Context: an optimization exercise on an open-source flow, tuned for small area, a short achievable clock period and few clock cycles per item. The choices shown serve that exercise and are no tape-out recipe.
In this exercise RTL edits were held to simulation tests only and were not proved equivalent to the original.

===== config.mk =====
export PLATFORM = sky130hd
export DESIGN_NAME = ghash
export DESIGN_NICKNAME = ghash
export VERILOG_FILES = /design/flow/design.v
export SDC_FILE = /design/flow/constraint.sdc
export NUM_CORES = 4
export LEC_CHECK = 0
export CAP_MARGIN = 20
export CORE_MARGIN = 2
export CORE_UTILIZATION = 45
export SLEW_MARGIN = 20

===== constraint.sdc =====
create_clock -name core_clock -period 5.0 [get_ports {clk}]
set_input_delay 1.0000 -clock core_clock [delete_from_list [all_inputs] [get_ports {clk}]]
set_output_delay 1.0000 -clock core_clock [all_outputs]
set_load 0.01 [all_outputs]

===== design.v =====
module ghash (
    input  wire         clk,
    input  wire         rst,
    input  wire         in_valid,
    output wire         in_ready,
    input  wire         in_first,
    input  wire [127:0] in_h,
    input  wire [127:0] in_x,
    output wire         out_valid,
    input  wire         out_ready,
    output wire [127:0] out_y
);
    localparam integer PW = gf2_kw(128);
    function integer gf2_kw(input integer n);
        integer m;
        begin
            m = 1;
            while (n > 16) begin
                n = n / 2;
                m = m * 3;
            end
            gf2_kw = m * (2 * n - 1);
        end
    endfunction
    reg          v1;         
    reg          fr;         
    reg  [127:0] xr;         
    reg  [127:0] h;          
    reg          vb;         
    reg  [PW-1:0] p;
    reg  [127:0] o1;         
    reg  [127:0] ob;         
    reg          p1;         
    reg          p2;         
    wire amove = v1 & ~vb;   
    wire bmove = vb & ~p2;   
    assign in_ready  = ~v1 | ~vb;
    assign out_valid = p1;
    wire take   = p1 & out_ready;
    wire accept = in_valid & in_ready;
    wire [127:0]  a = (o1 & {128{~fr}}) ^ xr;
    wire [PW-1:0] leaves;
    gf2_kleaf #(.N(128)) ml (.a(a), .b(h), .p(leaves));
    wire [254:0]  m;
    gf2_kpost #(.N(128)) mp (.p(p), .c(m));
    wire [126:0] hi = m[254:128];
    wire [133:0] f1 = {7'd0, hi} ^ {6'd0, hi, 1'b0} ^ {5'd0, hi, 2'b0} ^ {hi, 7'b0};
    wire [5:0]   hi2 = f1[133:128];
    wire [127:0] y = m[127:0] ^ f1[127:0] ^ {115'd0, hi2, 7'd0} ^ {120'd0, hi2, 2'd0}
                   ^ {121'd0, hi2, 1'd0} ^ {122'd0, hi2};
    wire [127:0] o1_rev, ob_rev;
    genvar g;
    generate
        for (g = 0; g < 128; g = g + 1) begin : rev
            assign o1_rev[g] = o1[127 - g];
            assign ob_rev[g] = ob[127 - g];
        end
    endgenerate
    assign out_y = p2 ? ob_rev : o1_rev;
    integer i;
    always @(posedge clk) begin
        if (accept) begin
            fr <= in_first;
            for (i = 0; i < 128; i = i + 1) xr[i] <= in_x[127 - i];
            if (in_first)
                for (i = 0; i < 128; i = i + 1) h[i] <= in_h[127 - i];
        end
        if (amove) p <= leaves;
        if (bmove) o1 <= y;
        if (bmove & p1 & ~take) ob <= o1;
    end
    always @(posedge clk) begin
        if (rst) begin
            v1 <= 1'b0;
            vb <= 1'b0;
            p1 <= 1'b0;
            p2 <= 1'b0;
        end else begin
            if (accept) v1 <= 1'b1;
            else if (amove) v1 <= 1'b0;
            if (amove) vb <= 1'b1;
            else if (bmove) vb <= 1'b0;
            if (p2) begin
                if (take) p2 <= 1'b0;
            end else if (bmove) begin
                p1 <= 1'b1;
                if (p1 & ~take) p2 <= 1'b1;
            end else if (take) begin
                p1 <= 1'b0;
            end
        end
    end
endmodule
module gf2_kleaf #(
    parameter integer N    = 128,
    parameter integer BASE = 16
) (
    input  wire [N-1:0]  a,
    input  wire [N-1:0]  b,
    output wire [KW-1:0] p
);
    function integer kwf(input integer n);
        integer m;
        begin
            m = 1;
            while (n > BASE) begin
                n = n / 2;
                m = m * 3;
            end
            kwf = m * (2 * n - 1);
        end
    endfunction
    localparam integer KW = kwf(N);
    generate
        if (N <= BASE) begin : school
            reg [2*N-2:0] r;
            integer i, j;
            always @* begin
                r = {(2*N-1){1'b0}};
                for (i = 0; i < N; i = i + 1)
                    for (j = 0; j < N; j = j + 1)
                        r[i+j] = r[i+j] ^ (a[i] & b[j]);
            end
            assign p = r;
        end else begin : kara
            localparam integer M  = N / 2;
            localparam integer KM = KW / 3;
            gf2_kleaf #(.N(M), .BASE(BASE)) m0 (.a(a[M-1:0]), .b(b[M-1:0]), .p(p[KM-1:0]));
            gf2_kleaf #(.N(M), .BASE(BASE)) m1 (.a(a[N-1:M]), .b(b[N-1:M]), .p(p[2*KM-1:KM]));
            gf2_kleaf #(.N(M), .BASE(BASE)) m2 (.a(a[M-1:0] ^ a[N-1:M]),
                                                .b(b[M-1:0] ^ b[N-1:M]), .p(p[3*KM-1:2*KM]));
        end
    endgenerate
endmodule
module gf2_kpost #(
    parameter integer N    = 128,
    parameter integer BASE = 16
) (
    input  wire [KW-1:0]  p,
    output wire [2*N-2:0] c
);
    function integer kwf(input integer n);
        integer m;
        begin
            m = 1;
            while (n > BASE) begin
                n = n / 2;
                m = m * 3;
            end
            kwf = m * (2 * n - 1);
        end
    endfunction
    localparam integer KW = kwf(N);
    generate
        if (N <= BASE) begin : school
            assign c = p;
        end else begin : kara
            localparam integer M  = N / 2;
            localparam integer KM = KW / 3;
            wire [2*M-2:0] q0, q1, q2;
            gf2_kpost #(.N(M), .BASE(BASE)) m0 (.p(p[KM-1:0]), .c(q0));
            gf2_kpost #(.N(M), .BASE(BASE)) m1 (.p(p[2*KM-1:KM]), .c(q1));
            gf2_kpost #(.N(M), .BASE(BASE)) m2 (.p(p[3*KM-1:2*KM]), .c(q2));
            wire [M-1:0] t = {1'b0, q0[2*M-2:M]} ^ q1[M-1:0];
            assign c = {q1[2*M-2:M],
                        t ^ {1'b0, q1[2*M-2:M]} ^ {1'b0, q2[2*M-2:M]},
                        t ^ q0[M-1:0] ^ q2[M-1:0],
                        q0[M-1:0]};
        end
    endgenerate
endmodule

===== run.sh =====
#!/bin/bash
# synth_recipe.tcl (not shown) runs the flow's synth.tcl, then flattens the netlist and writes it again
# the make line also repeats each setting of config.mk as NAME=value (left out here)
make -C /OpenROAD-flow-scripts/flow DESIGN_CONFIG=/design/flow/config.mk WORK_HOME=/design/flow/orfs CLKGATE_MAP_FILE= SYNTH_SCRIPT=/design/flow/synth_recipe.tcl finish

==> results of run 1 <==
## worst max-delay path, delay by kind of cell, from the launching register on
family | cells | cell delay (ns)
buf+inv | 2 | 1.17
flops | 1 | 1.04
mux | 1 | 0.40
## worst max-delay path by stage
| stage | start | slack [ns] | to |
|---|---|---|---|
| floorplan | v1$_SDFFE_PP0P_ | -8.22 | p[0]$_DFFE_PP_ |
| CTS | p2$_SDFF_PP0_ | 0.37 | out_y[102] |
| finish | p2$_SDFF_PP0_ | 0.24 | out_y[61] |
| global placement | fr$_DFFE_PP_ | 0.59 | p[259]$_DFFE_PP_ |
| global route | p2$_SDFF_PP0_ | 0.31 | out_y[61] |
| detailed placement | fr$_DFFE_PP_ | 0.77 | p[821]$_DFFE_PP_ |
## cell type report
cell class / instances / area [um2] / share of cell area [%]
multi-input combinational: 16400 / 111000 / 62.2
sequential: 1354 / 40600 / 22.7
timing repair buffer: 1822 / 14900 / 8.33
clock inverter: 113 / 1380 / 0.769
antenna: 39 / 97.6 / 0.0545
tap: 4557 / 5700 / 3.18
inverter: 1 / 8.76 / 0.00489
clock buffer: 232 / 4990 / 2.78
## state kept, by name (all words and copies together) (netlist names)
name	cells
p	837
h	128
o1	128
ob	128
xr	128
fr	1
p1	1
p2	1
v1	1
vb	1
## metal layers
metal	up-vias	GRT usage [%]	share of wire [%]
met3	2452	17.4	14
li1	59200	-	-
met4	16	42.9	10
met5	-	0	0.012
met1	69900	64.9	36
met2	11200	73.3	40
## logic make-up after synthesis
| kind of cell | Yosys count |
|---|---|
| AO/OA/AOI/OAI | 61 |
| buffers and inverters | 1179 |
| AND/OR/NAND/NOR | 7270 |
| XOR/XNOR | 8903 |
| flip-flops | 1354 |
| multiplexers | 128 |
## per-stage QoR
step                      utilization [%]  worst slack [ns]  TNS [ns]  instances
after detailed placement             50.4             0.765         0      24100
after floorplan                         -             -8.22  -6883.74      18900
after CTS                            52.3             0.367         0      24400
final                                52.3             0.239         0      24500
after global routing                 52.3             0.312         0      24400
after global placement               50.3             0.589         0      24100
## placed cells by master, fill, tap and decap left out, types with 16 or more instances in the layout
master / count
nand2_1: 2169
clkinv_2: 33
diode_2: 39
clkbuf_16: 193
edfxtp_1: 1350
a21oi_1: 16
buf_12: 17
xnor3_1: 47
xnor2_2: 362
bufinv_16: 26
xor2_1: 1966
and2_1: 22
clkbuf_1: 38
mux2_2: 128
nor2_1: 5035
xnor2_1: 6490
buf_4: 1408
clkinv_1: 29
xnor2_4: 27
clkdlybuf4s50_1: 390
==> results.py, run 1 <==
metrics = {
    "die": {
        "dieWidth_um": 590,
        "die_area_um2": 348000,
        "start_util_pct": 45.1,
        "num_rows": 215,
        "coreArea_um2": 342000,
        "fp.dieH_um": 590,
        "ioPinCount": 391,
    },
    "global_route": {
        "antenna_found_initial": 63,
        "grt_max_degree": 129,
        "grt_use_total_pct": 52.3,
        "grt_first_pass_wirelength_um": 1220000,
        "overflow": 0,
        "first_global_vias": 127000,
    },
    "cells_and_area": {
        "nets": 20000,
        "fill_cells": 32500,
        "drive_gt1_share_pct": 11.4,
        "layout-area-overhead-vs-synth_pct": 16.0,
        "design_area_um2": 179000,
    },
    "clocking": {
        "clock_latency_ns": 1.01,
        "path_clk_slew_ns": 0.06,
        "cts_tree": "done",
        "post-cts-setup-buffer-count": 0,
        "cts_resized": 0,
        "cts_made_buffers": 191,
        "root_buffer": "clkbuf_16",
        "ctsHoldBuffers": 0,
        "htreeDepth": 4,
        "cts.sinks": 1354,
        "cts_max_path_buffers": 4,
    },
    "worst_setup_path": {
        "critical_path.max_stage_delay_ns": 1.04,
        "crit_type": "reg2out",
        "worstPathRequired_ns": 4.00,
        "r2r_slack_ns": 0.50,
        "timing.rr.end": "o1[10]$_DFFE_PP_",
        "r2r_cells": 8,
        "r2r-start": "p[429]$_DFFE_PP_",
        "arrival_ns": 3.76,
        "start_kind": "register",
        "crit_slowest_cell": "dfxtp_4",
        "path_cells": "buf_4, mux2_2, clkdlybuf4s50_1",
        "worstPathMaxFanout": 48,
        "critPathCaptureType": "output port",
    },
    "timing": {
        "finClkSkew_ns": 0.0554,
        "setup_viol": 0,
        "tightest_slew_ns": 1.30,
        "timing.slew.headroom_pct": 12.5,
        "hold_violations": 0,
        "period_minus_slack_ns": 4.76,
        "drv_slew": 0,
        "rsz0062_at_grt": "false",
        "holdWs_ns": 0.517,
        "timing.final.crit_share_pct": 95.2,
        "max_freq_ghz": 0.210,
    },
    "synth": {
        "seq_area_frac_synth_pct": 26.3,
        "synthTopCellsByArea": "xnor2_1, edfxtp_1, nor2_1",
        "synth_edf_count": 1350,
        "yosysMostFrequentCell": "xnor2_1",
        "post_synth.cell_area_avg_um2": 8.17,
        "ys_warn_count": 2,
        "synth_compound_area_share_pct": 0.274,
        "ys.flop_type": "edfxtp_1",
        "synthDistinctLibCells": 38,
        "synth_xor_area_share_pct": 51.6,
        "synth_top_area_share_pct": 38.4,
        "synth_area_um2": 154000,
        "async_reset_ff_share_pct": 0,
        "yosys.area_share.simple_pct": 17.8,
        "synthAdderAreaFrac_pct": 0,
        "synth_top_family_by_area": "XOR/XNOR gates",
        "syn_nets": 19200,
        "synth_mux_area_share_pct": 0.934,
        "synth.top_cells.by_count": "xnor2_1, nor2_1, nand2_1, xor2_1, edfxtp_1",
        "ys_ff_latch": 1354,
        "synthCells": 18900,
        "synth_largest_area_cell": "xnor2_1",
    },
    "route": {
        "avgViaCountPerCell": 5.83,
        "firstDrtPassIters": 6,
        "drtIter0Drc": 24700,
        "num_vias": 143000,
        "wl_per_cell_um": 38.2,
        "drc": 0,
        "routed_wl_um": 935000,
        "ant_nets": 0,
    },
    "worst_hold_path": {
        "hold_path.class": "reg2reg",
        "hold_start": "v1$_SDFFE_PP0P_",
        "hold_path_end": "v1$_SDFFE_PP0P_",
        "holdPathStages": 2,
    },
    "place": {
        "portBuffers": 390,
        "placed_cell_area_um2": 172000,
        "hpwl_um": 717000,
        "place.gp.congestion": 1.12,
    },
    "flow_run": {
        "drv_cap": 0,
    },
    "outcome": {
        "outcome": "finished clean",
    },
}
Testbench counts, summed over its fixed seeds: cycles 6,416, blocks 3,200.
==> inputs of run 2 (changes only) <==
--- a/design.v
+++ b/design.v
@@ -28,8 +28,9 @@
     reg  [127:0] h;          
     reg          vb;         
     reg  [PW-1:0] p;
-    reg  [127:0] o1;         
-    reg  [127:0] ob;         
+    reg  [127:0] c;          
+    reg  [127:0] q0;         
+    reg  [127:0] q1;         
     reg          p1;         
     reg          p2;         
     wire amove = v1 & ~vb;   
@@ -38,7 +39,7 @@
     assign out_valid = p1;
     wire take   = p1 & out_ready;
     wire accept = in_valid & in_ready;
-    wire [127:0]  a = (o1 & {128{~fr}}) ^ xr;
+    wire [127:0]  a = (c & {128{~fr}}) ^ xr;
     wire [PW-1:0] leaves;
     gf2_kleaf #(.N(128)) ml (.a(a), .b(h), .p(leaves));
     wire [254:0]  m;
@@ -48,15 +49,12 @@
     wire [5:0]   hi2 = f1[133:128];
     wire [127:0] y = m[127:0] ^ f1[127:0] ^ {115'd0, hi2, 7'd0} ^ {120'd0, hi2, 2'd0}
                    ^ {121'd0, hi2, 1'd0} ^ {122'd0, hi2};
-    wire [127:0] o1_rev, ob_rev;
     genvar g;
     generate
         for (g = 0; g < 128; g = g + 1) begin : rev
-            assign o1_rev[g] = o1[127 - g];
-            assign ob_rev[g] = ob[127 - g];
+            assign out_y[g] = q0[127 - g];
         end
     endgenerate
-    assign out_y = p2 ? ob_rev : o1_rev;
     integer i;
     always @(posedge clk) begin
         if (accept) begin
@@ -66,8 +64,13 @@
                 for (i = 0; i < 128; i = i + 1) h[i] <= in_h[127 - i];
         end
         if (amove) p <= leaves;
-        if (bmove) o1 <= y;
-        if (bmove & p1 & ~take) ob <= o1;
+        if (bmove) c <= y;
+        if (bmove) begin
+            if (~p1 | take) q0 <= y;
+            else q1 <= y;
+        end else if (take & p2) begin
+            q0 <= q1;
+        end
     end
     always @(posedge clk) begin
         if (rst) begin
@@ -80,13 +83,12 @@
             else if (amove) v1 <= 1'b0;
             if (amove) vb <= 1'b1;
             else if (bmove) vb <= 1'b0;
-            if (p2) begin
-                if (take) p2 <= 1'b0;
-            end else if (bmove) begin
+            if (bmove) begin
                 p1 <= 1'b1;
                 if (p1 & ~take) p2 <= 1'b1;
             end else if (take) begin
-                p1 <= 1'b0;
+                if (p2) p2 <= 1'b0;
+                else p1 <= 1'b0;
             end
         end
     end
--- a/config.mk
+++ b/config.mk
@@ -8,4 +8,5 @@
 export CAP_MARGIN = 20
 export CORE_MARGIN = 2
 export CORE_UTILIZATION = 45
+export SETUP_SLACK_MARGIN = 1.0
 export SLEW_MARGIN = 20
==> results.py, run 2 <==
metrics = {
    "outcome": {
        "outcome": "finished clean",
    },
    "worst_setup_path": {
        "crit_type": "reg2reg",
        "start_kind": "register",
        "arrival_ns": 4.93,
        "critPathCaptureType": "register",
        "worstPathMaxFanout": 11,
        "worstPathRequired_ns": 5.69,
    },
    "timing": {
        "setup_viol": 0,
        "hold_violations": 0,
        "tightest_slew_ns": 1.36,
        "rsz0062_at_grt": "true",
        "drv_slew": 0,
        "holdWs_ns": 0.461,
        "max_freq_ghz": 0.236,
        "period_minus_slack_ns": 4.24,
        "fin_ws_ns": 0.758,
        "timing.final.crit_share_pct": 84.8,
        "timing.slew.headroom_pct": 8.63,
        "finClkSkew_ns": 0.113,
    },
    "clocking": {
        "cts_tree": "done",
        "clock_latency_ns": 1.04,
        "cts.sinks": 1482,
        "path_clk_slew_ns": 0.07,
        "root_buffer": "clkbuf_16",
        "htreeDepth": 4,
        "cts_max_path_buffers": 4,
        "cts_made_buffers": 198,
    },
    "route": {
        "drc": 0,
        "dr_wl_met3_um": 140000,
        "avgViaCountPerCell": 5.89,
        "routed_wl_um": 969000,
        "ant_nets": 0,
        "dr_wl_met2_um": 382000,
        "num_vias": 146000,
        "dr.max_layer_used": "met5",
        "wl_per_cell_um": 39.1,
        "drtIter0Drc": 26000,
        "drt-met1-wl_um": 346000,
        "firstDrtPassIters": 8,
    },
    "global_route": {
        "grt_max_degree": 106,
        "antenna_found_initial": 86,
        "overflow": 0,
        "first_global_vias": 130000,
        "grt_use_total_pct": 52.8,
        "grt_first_pass_wirelength_um": 1260000,
    },
    "synth": {
        "synthTopCellsByArea": "xnor2_1, edfxtp_1, nor2_1",
        "synth_largest_area_cell": "xnor2_1",
        "async_reset_ff_share_pct": 0,
        "synth_area_um2": 158000,
        "syn_nets": 19300,
        "ys.flop_type": "edfxtp_1",
        "synth_top_area_share_pct": 36.7,
        "synthDistinctLibCells": 36,
        "ys_warn_count": 2,
        "seq_area_frac_synth_pct": 28.1,
        "synth_edf_count": 1478,
        "synth.top_cells.by_count": "xnor2_1, nor2_1, nand2_1, xor2_1, edfxtp_1",
        "yosysMostFrequentCell": "xnor2_1",
        "post_synth.cell_area_avg_um2": 8.33,
        "synthCells": 19000,
        "ys_ff_latch": 1482,
    },
    "cells_and_area": {
        "fill_cells": 32600,
        "largest-register": "p",
        "design_area_um2": 185000,
        "drive_gt1_share_pct": 11.5,
        "largest_reg_flops": 837,
        "ff_latch_area_um2": 44500,
        "nets": 20200,
        "fin_util_pct": 53.0,
        "final_cell_mix": "xnor2_1, nor2_1, nand2_1",
        "layout-area-overhead-vs-synth_pct": 17.1,
        "mostFrequentLayoutCell": "xnor2_1",
        "multiInputGateArea_um2": 113000,
    },
    "place": {
        "hpwl_um": 746000,
        "place.gp.congestion": 1.13,
        "placed_cell_area_um2": 177000,
        "place_ws_ns": 0.489,
        "portBuffers": 390,
    },
    "die": {
        "die_area_um2": 357000,
        "coreArea_um2": 350000,
        "fp.dieH_um": 597,
        "num_rows": 217,
        "dieWidth_um": 597,
        "ioPinCount": 391,
        "start_util_pct": 45.3,
    },
    "worst_hold_path": {
        "hold_path.class": "reg2reg",
    },
    "flow_run": {
        "drv_cap": 0,
    },
}
## run 2: cell count changes after synthesis, moves of 9 or more
cell,before,now
nand2_1,2171,2379
buf_2,196,148
mux2_2,128,58
xnor3_1,47,124
edfxtp_1,1350,1478
xnor2_2,106,96
clkbuf_1,919,864
clkbuf_2,9,0
xnor2_1,6768,6627
## run 2: logic make-up (layout without fill, tap and decap cells)
logic type / Yosys count / count (layout) / synth area share (%)
buffers and inverters: 1079 / 2226 / 2.71
flip-flops: 1482 / 1482 / 28.1
multiplexers: 58 / 58 / 0.413
AO/OA/AOI/OAI: 65 / 65 / 0.277
other: 0 / 50 / 0
AND/OR/NAND/NOR: 7477 / 7477 / 17.8
XOR/XNOR: 8837 / 8837 / 50.7
## run 2: final timing paths
check,startpoint,end,slack [ns],cells after the start
hold / removal,q1[66]$_DFFE_PP_,q0[66]$_DFFE_PP_,0.46,2
hold reg to reg,q1[66]$_DFFE_PP_,q0[66]$_DFFE_PP_,0.46,2
setup / recovery,xr[70]$_DFFE_PP_,p[819]$_DFFE_PP_,0.76,9
setup reg to reg,xr[70]$_DFFE_PP_,p[819]$_DFFE_PP_,0.76,9
## run 2: what timing repair did
action,4_1_cts,5_1_grt
hold buffers,0,0
pin swaps,0,2
setup endpoints to repair,80,65
gates resized for setup,44,47
buffers inserted,5,14
endpoints found under the hold margin,0,0
## run 2: layer usage
metal	global-route usage, %	vias to the layer above
met4	43.1	48
met5	0.811	-
met1	64.8	71600
li1	-	60000
met2	73.1	11900
met3	20.0	2609
## run 2: worst max-delay path: stages, from the launching register on
cell and delay (ns):
edfxtp_1 0.94, xor2_1 0.23, xnor2_2 0.73, xnor2_2 0.33, xnor2_2 0.43, buf_4 0.32, nor2_1 0.09, xnor2_1 0.15
xnor2_1 0.25, xnor3_1 0.44
## run 2: area by class of cell
type / instances / share of cell area, %
timing repair buffer: 1856 / 8.34
inverter: 4 / 0.0135
sequential: 1482 / 24.0
antenna: 50 / 0.0675
clock buffer: 226 / 2.74
multi-input combinational: 16400 / 60.8
tap: 4599 / 3.10
clock inverter: 140 / 0.930
## run 2: metrics by stage
| stage | instances | setup TNS (ns) |
|---|---|---|
| after global placement | 24300 | 0 |
| after detailed placement | 24400 | 0 |
| after floorplan | 19000 | -6883.72 |
| after global routing | 24700 | 0 |
| after CTS | 24700 | 0 |
| final | 24800 | 0 |
Testbench counts of run 2, summed over its fixed seeds: cycles 6,416, blocks 3,200.
==> inputs of run 3 (changes only) <==
--- a/design.v
+++ b/design.v
@@ -23,7 +23,6 @@
         end
     endfunction
     reg          v1;         
-    reg          fr;         
     reg  [127:0] xr;         
     reg  [127:0] h;          
     reg          vb;         
@@ -35,11 +34,11 @@
     reg          p2;         
     wire amove = v1 & ~vb;   
     wire bmove = vb & ~p2;   
-    assign in_ready  = ~v1 | ~vb;
+    assign in_ready  = ~v1 & (~vb | ~p2);
     assign out_valid = p1;
     wire take   = p1 & out_ready;
     wire accept = in_valid & in_ready;
-    wire [127:0]  a = (c & {128{~fr}}) ^ xr;
+    wire [127:0]  a = c ^ xr;
     wire [PW-1:0] leaves;
     gf2_kleaf #(.N(128)) ml (.a(a), .b(h), .p(leaves));
     wire [254:0]  m;
@@ -58,13 +57,13 @@
     integer i;
     always @(posedge clk) begin
         if (accept) begin
-            fr <= in_first;
             for (i = 0; i < 128; i = i + 1) xr[i] <= in_x[127 - i];
             if (in_first)
                 for (i = 0; i < 128; i = i + 1) h[i] <= in_h[127 - i];
         end
-        if (amove) p <= leaves;
-        if (bmove) c <= y;
+        p <= leaves;
+        if (accept & in_first) c <= 128'd0;
+        else if (bmove) c <= y;
         if (bmove) begin
             if (~p1 | take) q0 <= y;
             else q1 <= y;
==> results.py, run 3 <==
metrics = {
    "synth": {
        "synth_edf_count": 512,
        "ys_warn_count": 2,
        "synth_area_um2": 146000,
        "synthDistinctLibCells": 28,
        "ys.flop_type": "dfxtp_1",
        "seq_area_frac_synth_pct": 23.8,
        "post_synth.cell_area_avg_um2": 7.86,
        "synthTopCellsByArea": "xnor2_1, dfxtp_1, nor2_1",
        "synth.top_cells.by_count": "xnor2_1, nor2_1, nand2_1, xor2_1, clkbuf_1",
        "async_reset_ff_share_pct": 0,
        "yosysMostFrequentCell": "xnor2_1",
        "syn_nets": 18800,
        "synth_top_area_share_pct": 38.4,
        "synth_largest_area_cell": "xnor2_1",
        "ys_ff_latch": 1481,
        "synthCells": 18600,
    },
    "cells_and_area": {
        "drive_gt1_share_pct": 10.6,
        "layout-area-overhead-vs-synth_pct": 17.1,
        "mostFrequentLayoutCell": "xnor2_1",
        "largest-register": "p",
        "final_cell_mix": "xnor2_1, nor2_1, nand2_1",
        "largest_reg_flops": 837,
        "nets": 19600,
    },
    "global_route": {
        "overflow": 0,
        "grt_use_total_pct": 51.2,
        "first_global_vias": 121000,
        "antenna_found_initial": 87,
        "grt_max_degree": 196,
        "grt_first_pass_wirelength_um": 1140000,
    },
    "clocking": {
        "cts_tree": "done",
        "post-cts-setup-buffer-count": 0,
        "cts.sinks": 1481,
        "cts_made_buffers": 190,
        "clock_latency_ns": 1.00,
        "path_clk_slew_ns": 0.06,
        "ctsHoldBuffers": 0,
        "root_buffer": "clkbuf_16",
        "htreeDepth": 4,
        "cts_max_path_buffers": 4,
    },
    "route": {
        "ant_nets": 0,
        "wl_per_cell_um": 36.5,
        "num_vias": 136000,
        "firstDrtPassIters": 9,
        "routed_wl_um": 870000,
        "avgViaCountPerCell": 5.70,
        "drtIter0Drc": 23100,
        "drc": 0,
    },
    "worst_setup_path": {
        "timing.rr.end": "p[274]$_DFF_P_",
        "crit_top_cell": "xnor2_1",
        "critical_path.max_stage_delay_ns": 0.88,
        "critPathTopFamily": "XOR/XNOR gates",
        "worstPathRequired_ns": 5.79,
        "r2r_slack_ns": 0.77,
        "path_cells": "xnor2_2, buf_4, xnor2_2, buf_4, nor2_1, xnor2_1, xnor2_1, xnor2_1",
        "critPathCaptureType": "register",
        "worstPathMaxFanout": 16,
        "start_kind": "register",
        "r2r-start": "h[31]$_DFFE_PP_",
        "crit_slowest_cell": "edfxtp_1",
        "crit_buf_inv": 2,
        "r2r_cells": 8,
        "arrival_ns": 5.02,
        "crit_type": "reg2reg",
    },
    "place": {
        "hpwl_um": 681000,
        "place.gp.congestion": 1.11,
        "portBuffers": 390,
        "place_ws_ns": 0.917,
    },
    "timing": {
        "timing.slew.headroom_pct": 4.57,
        "fin_ws_ns": 0.769,
        "rsz0062_at_grt": "true",
        "setup_viol": 0,
        "setup-tns-final_ns": 0,
        "max_freq_ghz": 0.236,
        "drv_slew": 0,
        "finClkSkew_ns": 0.0772,
        "period_minus_slack_ns": 4.23,
        "timing.final.crit_share_pct": 84.6,
        "hold_violations": 0,
        "tightest_slew_ns": 1.42,
    },
    "flow_run": {
        "drv_cap": 0,
    },
    "die": {
        "num_rows": 209,
        "coreArea_um2": 323000,
        "ioPinCount": 391,
        "dieWidth_um": 573,
        "die_area_um2": 329000,
        "start_util_pct": 45.1,
        "fp.dieH_um": 573,
    },
    "worst_hold_path": {
        "hold_path.class": "reg2reg",
        "hold_start": "c[66]$_SDFFE_PP0P_",
        "holdPathStages": 2,
        "hold_path_end": "c[66]$_SDFFE_PP0P_",
    },
    "outcome": {
        "outcome": "finished clean",
    },
}
==> run 3: logic make-up after synthesis <==
group	after synthesis	share of synthesized area, %
xor+xnor	8456	53.8
buf+inv	1052	2.72
compound gates	70	0.242
simple gates	7497	19.4
mux	1	0.00686
flops	1481	23.8
==> run 3: area by class of cell <==
type	instances	area, um2
clock buffer	260	5380
sequential	1481	34800
antenna	47	118
fill	30900	153000
tap	4325	5410
multi-input combinational	16000	111000
inverter	1	3.75
timing repair buffer	1620	13300
clock inverter	91	1060
==> run 3: per-layer routing <==
layer	wire length [um]	up-vias	part of all wire, %	track usage (%)
met3	123000	2247	14	18.2
met5	253	-	0.029	0
met2	337000	10500	39	70.0
li1	-	57300	-	-
met1	328000	65900	38	65.8
met4	81800	38	9.4	37.5
==> run 3: worst max-delay path by stage <==
stage / start / to / slack [ns] / cells past startpoint
final: h[31]$_DFFE_PP_ / p[274]$_DFF_P_ / 0.77 / 8
after global routing: p[419]$_DFF_P_ / c[2]$_SDFFE_PP0P_ / 0.97 / 10
after CTS: p[433]$_DFF_P_ / c[47]$_SDFFE_PP0P_ / 1.05 / 8
after detailed placement: p[430]$_DFF_P_ / q0[28]$_DFFE_PP_ / 0.92 / 9
after global placement: h[21]$_DFFE_PP_ / p[268]$_DFF_P_ / 0.79 / 10
after floorplan: vb$_SDFFE_PP0P_ / q0[0]$_DFFE_PP_ / 1.07 / 6
==> run 3: what timing repair did <==
action | in CTS | in global routing
cloned | 0 | 0
setup endpoints to repair | 7 | 30
resized for setup | 3 | 15
==> run 3: worst min-delay path, cell delays in order, from the launching register on <==
cell,delay (ns)
dfxtp_1,0.33
nand2_1,0.06
a21oi_1,0.05
==> run 3: per-stage QoR <==
step	hold slack [ns]	instances	utilization [%]	area [um2]
6_report	0.490	23800	52.8	171000
5_1_grt	0.510	23800	52.8	171000
4_1_cts	0.492	23800	52.7	170000
3_5_place_dp	0.486	23400	50.7	164000
3_3_place_gp	0.481	23400	50.6	164000
2_1_floorplan	0.448	18600	-	146000
Testbench counts of run 3, summed over its fixed seeds: cycles 6,416, blocks 3,200.
==> inputs of run 4 (changes only) <==
--- a/config.mk
+++ b/config.mk
@@ -8,5 +8,5 @@
 export CAP_MARGIN = 20
 export CORE_MARGIN = 2
 export CORE_UTILIZATION = 45
-export SETUP_SLACK_MARGIN = 1.0
+export SETUP_SLACK_MARGIN = 1.6
 export SLEW_MARGIN = 20
==> results.py, run 4 <==
metrics = {
    "outcome": {
        "outcome": "finished clean",
    },
    "worst_setup_path": {
        "path_cells": "xnor2_1, xnor2_1, xnor2_1, xnor2_1, xnor2_1, xnor2_1, nand2_1, nand2_1",
        "crit_buf_inv": 0,
        "crit_type": "reg2reg",
        "arrival_ns": 4.56,
        "r2r_slack_ns": 1.30,
        "start_kind": "register",
        "crit_slowest_cell": "xnor2_1",
        "worstPathMaxFanout": 3,
        "critPathTopFamily": "XOR/XNOR gates",
        "timing.rr.end": "q0[113]$_DFFE_PP_",
        "critPathCaptureType": "register",
        "worstPathRequired_ns": 5.86,
        "crit_top_cell": "xnor2_1",
        "critical_path.max_stage_delay_ns": 0.83,
        "r2r_cells": 8,
        "r2r-start": "p[559]$_DFF_P_",
    },
    "timing": {
        "hold_violations": 0,
        "rsz0062_at_grt": "true",
        "finClkSkew_ns": 0.111,
        "holdWs_ns": 0.497,
        "drv_slew": 0,
        "setup-tns-final_ns": 0,
        "max_freq_ghz": 0.271,
        "period_minus_slack_ns": 3.70,
        "timing.slew.headroom_pct": 18.1,
        "setup_viol": 0,
        "timing.final.crit_share_pct": 73.9,
        "tightest_slew_ns": 1.22,
    },
    "cells_and_area": {
        "mostFrequentLayoutCell": "xnor2_1",
        "nets": 19700,
        "largest_reg_flops": 837,
        "final_cell_mix": "xnor2_1, nor2_1, nand2_1",
        "layout-area-overhead-vs-synth_pct": 21.1,
        "largest-register": "p",
        "drive_gt1_share_pct": 12.8,
    },
    "synth": {
        "synth.top_cells.by_count": "xnor2_1, nor2_1, nand2_1, xor2_1, clkbuf_1",
        "synthTopCellsByArea": "xnor2_1, dfxtp_1, nor2_1",
        "post_synth.cell_area_avg_um2": 7.86,
        "ys_warn_count": 2,
        "synth_edf_count": 512,
        "synthDistinctLibCells": 28,
        "synth_top_area_share_pct": 38.4,
        "synth_largest_area_cell": "xnor2_1",
        "seq_area_frac_synth_pct": 23.8,
        "synth_area_um2": 146000,
        "synthCells": 18600,
        "async_reset_ff_share_pct": 0,
        "syn_nets": 18800,
        "yosysMostFrequentCell": "xnor2_1",
        "ys.flop_type": "dfxtp_1",
        "ys_ff_latch": 1481,
    },
    "clocking": {
        "root_buffer": "clkbuf_16",
        "cts_made_buffers": 193,
        "ctsHoldBuffers": 0,
        "cts.sinks": 1481,
        "path_clk_slew_ns": 0.07,
        "clock_latency_ns": 1.01,
        "htreeDepth": 4,
        "cts_tree": "done",
        "cts_max_path_buffers": 4,
    },
    "global_route": {
        "first_global_vias": 121000,
        "grt_use_total_pct": 49.1,
        "antenna_found_initial": 78,
        "grt_first_pass_wirelength_um": 1110000,
        "grt_max_degree": 189,
        "overflow": 0,
    },
    "place": {
        "place.gp.congestion": 1.14,
        "hpwl_um": 641000,
        "portBuffers": 390,
    },
    "worst_hold_path": {
        "hold_path_end": "c[114]$_SDFFE_PP0P_",
        "holdPathStages": 2,
        "hold_start": "c[114]$_SDFFE_PP0P_",
        "hold_path.class": "reg2reg",
    },
    "route": {
        "num_vias": 136000,
        "dr_wl_met2_um": 320000,
        "dr_wl_met3_um": 127000,
        "firstDrtPassIters": 9,
        "drt-met1-wl_um": 305000,
        "drtIter0Drc": 22800,
        "ant_nets": 0,
        "wl_per_cell_um": 34.9,
        "routed_wl_um": 836000,
        "avgViaCountPerCell": 5.68,
        "dr.max_layer_used": "met5",
        "drc": 0,
    },
    "die": {
        "fp.dieH_um": 573,
        "ioPinCount": 391,
        "dieWidth_um": 573,
        "die_area_um2": 329000,
        "coreArea_um2": 323000,
        "num_rows": 209,
        "start_util_pct": 45.1,
    },
    "flow_run": {
        "drv_cap": 0,
    },
}
==> run 4: changes by cell type in the layout (fill, tap and decap cells not counted), sizes merged <==
cell,before,now
inv,13,8
clkinv,46,44
clkbuf,260,257
clkinvlp,15,22
diode,47,51
buf,1230,1333
bufinv,18,26
==> run 4: through the flow <==
stage	std cells	worst slack [ns]	cell area (um2)	util, %
4_1_cts	23800	1.56	174000	53.8
3_3_place_gp	23400	0.0490	163000	50.4
6_report	24000	1.30	177000	54.6
5_1_grt	23900	1.53	177000	54.6
3_5_place_dp	23400	0.595	163000	50.5
2_1_floorplan	18600	1.44	146000	-
==> run 4: repair_timing <==
| action | CTS | global route |
|---|---|---|
| endpoints found under the setup margin | 446 | 221 |
| pin swaps | 55 | 50 |
| setup buffers | 94 | 81 |
| gates resized for setup | 338 | 187 |
==> run 4: metal layers <==
layer / GRT usage (%) / vias to the layer above
li1: - / 57500
met1: 61.1 / 65500
met2: 65.9 / 10700
met3: 20.4 / 2393
met4: 38.7 / 24
met5: 0 / -
==> run 4: worst max path at each step <==
| stage | endpoint | from | cells after the start | slack [ns] |
|---|---|---|---|---|
| final | q0[113]$_DFFE_PP_ | p[559]$_DFF_P_ | 8 | 1.30 |
| after detailed placement | q0[44]$_DFFE_PP_ | p[431]$_DFF_P_ | 9 | 0.60 |
| after global routing | q0[7]$_DFFE_PP_ | p[425]$_DFF_P_ | 9 | 1.53 |
| after floorplan | q0[0]$_DFFE_PP_ | out_ready | 2 | 1.44 |
| after global placement | p[723]$_DFF_P_ | h[122]$_DFFE_PP_ | 9 | 0.05 |
| after CTS | q0[14]$_DFFE_PP_ | p[432]$_DFF_P_ | 9 | 1.56 |
==> run 4: cell families after synthesis <==
kind of cell | Yosys count | share of synthesized area [%]
compound gates | 70 | 0.242
xor+xnor | 8456 | 53.8
buf+inv | 1052 | 2.72
flops | 1481 | 23.8
mux | 1 | 0.00686
simple gates | 7497 | 19.4
==> run 4: area by class of cell <==
class                   instances  area, um2
diodes                         51        128
clock buffers                 257       5560
clock inverters                99       1290
fillers                     29900     147000
inverters                       1       16.3
multi-input cells           16000     114000
flip-flops and latches       1481      34800
well taps                    4325       5410
repair buffers               1723      15200
==> run 4: worst reg2reg max path: cells and delay by family (launching register included) <==
| family | cells | cell delay [ns] |
|---|---|---|
| xor gates and xnor gates | 6 | 2.62 |
| DFF | 1 | 0.63 |
| and+or+nand+nor | 2 | 0.33 |
==> inputs of run 5 (changes only) <==
--- a/config.mk
+++ b/config.mk
@@ -8,5 +8,5 @@
 export CAP_MARGIN = 20
 export CORE_MARGIN = 2
 export CORE_UTILIZATION = 45
-export SETUP_SLACK_MARGIN = 1.6
+export SETUP_SLACK_MARGIN = 2.0
 export SLEW_MARGIN = 20
==> results.py, run 5 <==
metrics = {
    "timing": {
        "max_freq_ghz": 0.300,
        "timing.final.crit_share_pct": 66.8,
        "tightest_slew_ns": 1.20,
        "finClkSkew_ns": 0.108,
        "fin_ws_ns": 1.66,
        "setup-tns-final_ns": 0,
        "rsz0062_at_grt": "true",
        "timing.slew.headroom_pct": 19.1,
        "drv_slew": 0,
        "setup_viol": 0,
        "period_minus_slack_ns": 3.34,
        "hold_violations": 0,
    },
    "clocking": {
        "cts_max_path_buffers": 4,
        "clock_latency_ns": 1.02,
        "cts_made_buffers": 190,
        "ctsHoldBuffers": 0,
        "cts.sinks": 1481,
        "root_buffer": "clkbuf_16",
        "htreeDepth": 4,
        "path_clk_slew_ns": 0.06,
        "cts_tree": "done",
    },
    "synth": {
        "synth_top_area_share_pct": 38.4,
        "synth_mux_area_share_pct": 0.00686,
        "synth.top_cells.by_count": "xnor2_1, nor2_1, nand2_1, xor2_1, clkbuf_1",
        "ys.flop_type": "dfxtp_1",
        "ys_warn_count": 2,
        "async_reset_ff_share_pct": 0,
        "seq_area_frac_synth_pct": 23.8,
        "synth_edf_count": 512,
        "synth_top_family_by_area": "XOR/XNOR gates",
        "synth_largest_area_cell": "xnor2_1",
        "synth_area_um2": 146000,
        "post_synth.cell_area_avg_um2": 7.86,
        "yosys.area_share.simple_pct": 19.4,
        "synthCells": 18600,
        "synthTopCellsByArea": "xnor2_1, dfxtp_1, nor2_1",
        "yosysMostFrequentCell": "xnor2_1",
        "synth_compound_area_share_pct": 0.242,
        "syn_nets": 18800,
        "synthDistinctLibCells": 28,
        "synthAdderAreaFrac_pct": 0,
        "synth_xor_area_share_pct": 53.8,
        "ys_ff_latch": 1481,
    },
    "cells_and_area": {
        "largest_reg_flops": 837,
        "mostFrequentLayoutCell": "xnor2_1",
        "drive_gt1_share_pct": 20.1,
        "largest-register": "p",
        "design_area_um2": 196000,
        "nets": 20500,
        "final_cell_mix": "xnor2_1, nor2_1, nand2_1",
        "layout-area-overhead-vs-synth_pct": 34.2,
    },
    "worst_setup_path": {
        "arrival_ns": 4.09,
        "crit_type": "reg2reg",
        "critPathCaptureType": "register",
        "worstPathMaxFanout": 4,
        "worstPathRequired_ns": 5.76,
        "start_kind": "register",
    },
    "route": {
        "ant_nets": 0,
        "avgViaCountPerCell": 5.68,
        "firstDrtPassIters": 8,
        "drc": 0,
        "wl_per_cell_um": 34.6,
        "routed_wl_um": 857000,
        "num_vias": 141000,
        "drtIter0Drc": 23600,
    },
    "flow_run": {
        "drv_cap": 0,
    },
    "die": {
        "fp.dieH_um": 573,
        "dieWidth_um": 573,
        "start_util_pct": 45.1,
        "die_area_um2": 329000,
        "ioPinCount": 391,
        "num_rows": 209,
        "coreArea_um2": 323000,
    },
    "place": {
        "place.gp.congestion": 1.15,
        "placed_cell_area_um2": 164000,
        "hpwl_um": 641000,
        "place_ws_ns": 0.739,
        "portBuffers": 390,
    },
    "outcome": {
        "outcome": "finished clean",
    },
    "global_route": {
        "grt_first_pass_wirelength_um": 1130000,
        "overflow": 0,
        "grt_max_degree": 195,
        "grt_use_total_pct": 50.1,
        "first_global_vias": 124000,
        "antenna_found_initial": 77,
    },
    "worst_hold_path": {
        "hold_path.class": "reg2reg",
    },
}
## run 5: cell types whose count changed in the layout (fill, tap and decap cells not counted), sizes merged
cell,previous run,this run
buf,1333,2152
clkdlybuf4s50,390,360
dlygate4sd2,0,29
diode,51,37
clkinvlp,22,10
bufinv,26,15
clkbuf,257,268
clkinv,44,55
inv,8,16
dlymetal6s2s,0,1
## run 5: layer usage
layer | track usage [%] | vias up | share of wire (%)
li1 | - | 59100 | -
met1 | 62.0 | 67600 | 36
met2 | 67.6 | 11100 | 38
met3 | 21.3 | 2770 | 15
met4 | 38.9 | 48 | 10
met5 | 0.436 | - | 0.15
## run 5: layout make-up
| cell class | count | area, um2 |
|---|---|---|
| repair buffers | 2555 | 26200 |
| flip-flops and latches | 1481 | 35000 |
| clock buffers | 255 | 5390 |
| well taps | 4325 | 5410 |
| multi-input cells | 16000 | 123000 |
| inverters | 1 | 16.3 |
| clock inverters | 95 | 1070 |
| diodes | 37 | 92.6 |
| fillers | 27800 | 128000 |
## run 5: kinds of logic after synthesis
family,Yosys count
multiplexers,1
buffers and inverters,1052
AO/OA/AOI/OAI,70
XOR/XNOR,8456
flip-flops,1481
AND/OR/NAND/NOR,7497
## run 5: through the flow
step	cells	hold slack (ns)	util, %
2_1_floorplan	18600	0.448	-
6_report	24800	0.486	60.5
3_3_place_gp	23400	0.480	50.6
3_5_place_dp	23400	0.484	50.6
5_1_grt	24700	0.514	60.5
4_1_cts	24300	0.470	57.7
## run 5: final timing paths
path / start / end / slack (ns) / depth (start not counted)
setup / recovery: p[699]$_DFF_P_ / q0[2]$_DFFE_PP_ / 1.66 / 9
hold / removal: q1[92]$_DFFE_PP_ / q0[92]$_DFFE_PP_ / 0.49 / 2
setup reg to reg: p[699]$_DFF_P_ / q0[2]$_DFFE_PP_ / 1.66 / 9
hold reg to reg: q1[92]$_DFFE_PP_ / q0[92]$_DFFE_PP_ / 0.49 / 2
## run 5: repair_timing
action,4_1_cts,5_1_grt
endpoints found under the setup margin,742,476
gates cloned,1,10
gates resized for setup,1407,751
setup buffers,577,412
pin swaps,470,413
## run 5: worst max-delay path, cell delays in order, from the launching register on
cell	delay, ns
dfxtp_1	0.62
xor2_1	0.18
xnor2_2	0.34
xnor2_1	0.19
xnor2_2	0.44
xnor3_2	0.61
xnor3_2	0.35
xor2_4	0.21
nand2_1	0.12
nand2_1	0.06
==> inputs of run 6 (changes only) <==
--- a/config.mk
+++ b/config.mk
@@ -8,5 +8,5 @@
 export CAP_MARGIN = 20
 export CORE_MARGIN = 2
 export CORE_UTILIZATION = 45
-export SETUP_SLACK_MARGIN = 2.0
+export SETUP_SLACK_MARGIN = 2.6
 export SLEW_MARGIN = 20
==> results.py, run 6 <==
metrics = {
    "outcome": {
        "outcome": "failed layout checks",
        "violations": "slew limit",
    },
    "synth": {
        "post_synth.cell_area_avg_um2": 7.86,
        "synth_area_um2": 146000,
        "ys_ff_latch": 1481,
        "synth_largest_area_cell": "xnor2_1",
        "synthDistinctLibCells": 28,
        "yosysMostFrequentCell": "xnor2_1",
        "synthCells": 18600,
        "synth.top_cells.by_count": "xnor2_1, nor2_1, nand2_1, xor2_1, clkbuf_1",
        "ys_warn_count": 2,
        "synth_top_area_share_pct": 38.4,
        "async_reset_ff_share_pct": 0,
        "syn_nets": 18800,
        "ys.flop_type": "dfxtp_1",
        "seq_area_frac_synth_pct": 23.8,
        "synth_edf_count": 512,
        "synthTopCellsByArea": "xnor2_1, dfxtp_1, nor2_1",
    },
    "timing": {
        "finClkSkew_ns": 0.111,
        "max_freq_ghz": 0.300,
        "timing.final.crit_share_pct": 66.6,
        "fin_ws_ns": 1.67,
        "tightest_slew_ns": 1.53,
        "holdWs_ns": 0.497,
        "timing.slew.headroom_pct": -2.08,
        "drv_slew": 35,
        "period_minus_slack_ns": 3.33,
        "setup-tns-final_ns": 0,
        "rsz0062_at_grt": "true",
        "hold_violations": 0,
        "setup_viol": 0,
    },
    "global_route": {
        "first_global_vias": 136000,
        "grt_max_degree": 192,
        "met3_usage_pct": 27.3,
        "use_met2_pct": 69.5,
        "antenna_found_initial": 79,
        "grt_first_pass_wirelength_um": 1200000,
        "grt_use_total_pct": 53.3,
        "grt-busiest-layer": "met2",
        "met1_usage_pct": 64.7,
        "overflow": 0,
    },
    "worst_setup_path": {
        "timing.rr.end": "c[33]$_SDFFE_PP0P_",
        "arrival_ns": 4.27,
        "critical_path.max_stage_delay_ns": 0.52,
        "start_kind": "register",
        "crit_slowest_cell": "xnor3_2",
        "endpoint": "c[33]$_SDFFE_PP0P_",
        "crit_type": "reg2reg",
        "critPathTopFamily": "XOR/XNOR gates",
        "r2r_cells": 13,
        "worstPathMaxFanout": 2,
        "critPathCaptureType": "register",
        "r2r_slack_ns": 1.67,
        "startpoint": "p[389]$_DFF_P_",
        "path_cells": "xnor3_2, xor2_4, xnor3_2, buf_6, buf_6, buf_6, xnor2_4, xnor2_2, buf_6, xnor3_1, xor2_2, nor2_1, nor3_1",
        "worstPathRequired_ns": 5.94,
        "crit_top_cell": "buf_6",
        "crit_cells": 13,
        "r2r-start": "p[389]$_DFF_P_",
        "crit_buf_inv": 4,
    },
    "die": {
        "fp.dieH_um": 573,
        "start_util_pct": 45.1,
        "dieWidth_um": 573,
        "die_area_um2": 329000,
        "num_rows": 209,
        "ioPinCount": 391,
        "coreArea_um2": 323000,
    },
    "worst_hold_path": {
        "hold_path.class": "reg2reg",
        "hold_start": "c[105]$_SDFFE_PP0P_",
    },
    "flow_run": {
        "drv_cap": 0,
    },
    "cells_and_area": {
        "final_cell_mix": "xnor2_1, nor2_1, nand2_1",
        "nets": 22000,
        "layout-area-overhead-vs-synth_pct": 60.3,
        "largest-register": "p",
        "fin_util_pct": 72.3,
        "design_area_um2": 234000,
        "drive_gt1_share_pct": 36.1,
        "layout.cells.non_filler": 26200,
        "mostFrequentLayoutCell": "xnor2_1",
        "largest_reg_flops": 837,
    },
    "route": {
        "routed_wl_um": 943000,
        "avgViaCountPerCell": 5.94,
        "ant_nets": 0,
        "firstDrtPassIters": 14,
        "drtIter0Drc": 27200,
        "drc": 0,
        "wl_per_cell_um": 35.9,
        "num_vias": 156000,
    },
    "clocking": {
        "htreeDepth": 4,
        "root_buffer": "clkbuf_16",
        "clock_latency_ns": 1.03,
        "cts.sinks": 1481,
        "cts_made_buffers": 191,
        "cts_tree": "done",
        "path_clk_slew_ns": 0.07,
        "cts_max_path_buffers": 4,
    },
    "place": {
        "place_ws_ns": 0.970,
        "portBuffers": 390,
        "placed_cell_area_um2": 164000,
        "dp_cells": 23400,
        "hpwl_um": 643000,
        "place.gp.congestion": 1.14,
    },
}
run 6: changes by cell type in the layout (fill, tap and decap cells not counted), moves of 168 or more:
cell     before   now
xor2_1     1446  1278
xnor2_1    5531  4569
xnor2_4     401   700
nor2_1     5080  4274
nor2_2       38   278
buf_6       240   979
buf_12      378   717
buf_8        45   248
xnor2_2     561  1224
nor2_4       12   578
run 6: layout make-up:
class,count,area (um2)
inverters,1,16.3
multi-input cells,16000,141000
clock inverters,87,1110
repair buffers,4014,46200
well taps,4325,5410
clock buffers,263,5300
diodes,46,115
fillers,22400,89600
flip-flops and latches,1481,35200
run 6: cells by family after synthesis:
kind of cell	count (synthesis)	share of synthesized area, %
buffers and inverters	1052	2.72
and+or+nand+nor	7497	19.4
xor gates and xnor gates	8456	53.8
AOI/OAI and AO/OA	70	0.242
DFF	1481	23.8
muxes	1	0.00686
run 6: worst min-delay path: stages, from the launching register on:
cell and delay, ns:
dfxtp_1 0.34, nand2_1 0.06, a21oi_1 0.05
run 6: worst min-delay path by stage:
stage,to,depth (start not counted)
after floorplan,c[110]$_SDFFE_PP0P_,2
after global placement,c[35]$_SDFFE_PP0P_,2
after CTS,q0[85]$_DFFE_PP_,2
after global routing,q0[85]$_DFFE_PP_,2
final,c[105]$_SDFFE_PP0P_,2
after detailed placement,c[35]$_SDFFE_PP0P_,2
run 6: per-layer routing:
| layer | vias up | wire length, um |
|---|---|---|
| li1 | 62000 | - |
| met1 | 75700 | 320000 |
| met2 | 14100 | 349000 |
| met3 | 3977 | 166000 |
| met4 | 64 | 106000 |
| met5 | - | 2240 |
run 6: timing repair:
item | 4_1_cts | 5_1_grt
setup buffers | 1694 | 684
pin swaps | 2532 | 2592
cloned | 48 | 27
hold buffers | 0 | 0
resized for setup | 5108 | 2584
endpoints found under the hold margin | 0 | 0
endpoints found under the setup margin | 1218 | 1235

## re-timing with driven ports
The flow's constraints put no driver on any port. The routed layouts listed below were extracted and timed again, unchanged, in two steps.
Step 1 assumes that a clkbuf_16 drives the clock port and a buf_2 every other input.
Step 2, shift: input delay + t, output delay - t, t = (earliest + latest rising clock arrival at the registers) / 2. This alone moves slack from input paths to output paths.
Slacks: no drivers / after step 1 / after step 2; pairs: no drivers / after step 1.
| run | t (ns) | setup slack, ns | worst hold slack (ns) | worst setup path at the end | worst slew at a driven data input, ns |
|---|---|---|---|---|---|
| run 1 | 1.110 | 0.239 / 0.111 / 0.500 | 0.517 / 0.453 / 0.517 | register to register | 0.16 |
| run 2 | 1.085 | 0.758 / 0.758 / 0.758 | 0.461 / 0.444 / 0.461 | register to register | 0.12 |
| run 3 | 1.069 | 0.769 / 0.769 / 0.769 | 0.490 / 0.475 / 0.490 | register to register | 0.11 |
| run 4 | 1.082 | 1.304 / 1.304 / 1.304 | 0.497 / 0.457 / 0.497 | register to register | 0.13 |
| run 5 | 1.089 | 1.662 / 1.662 / 1.662 | 0.486 / 0.448 / 0.486 | register to register | 0.11 |
| run 6 | 1.082 | 1.668 / 1.668 / 1.668 | 0.497 / 0.450 / 0.497 | register to register | 0.15 |
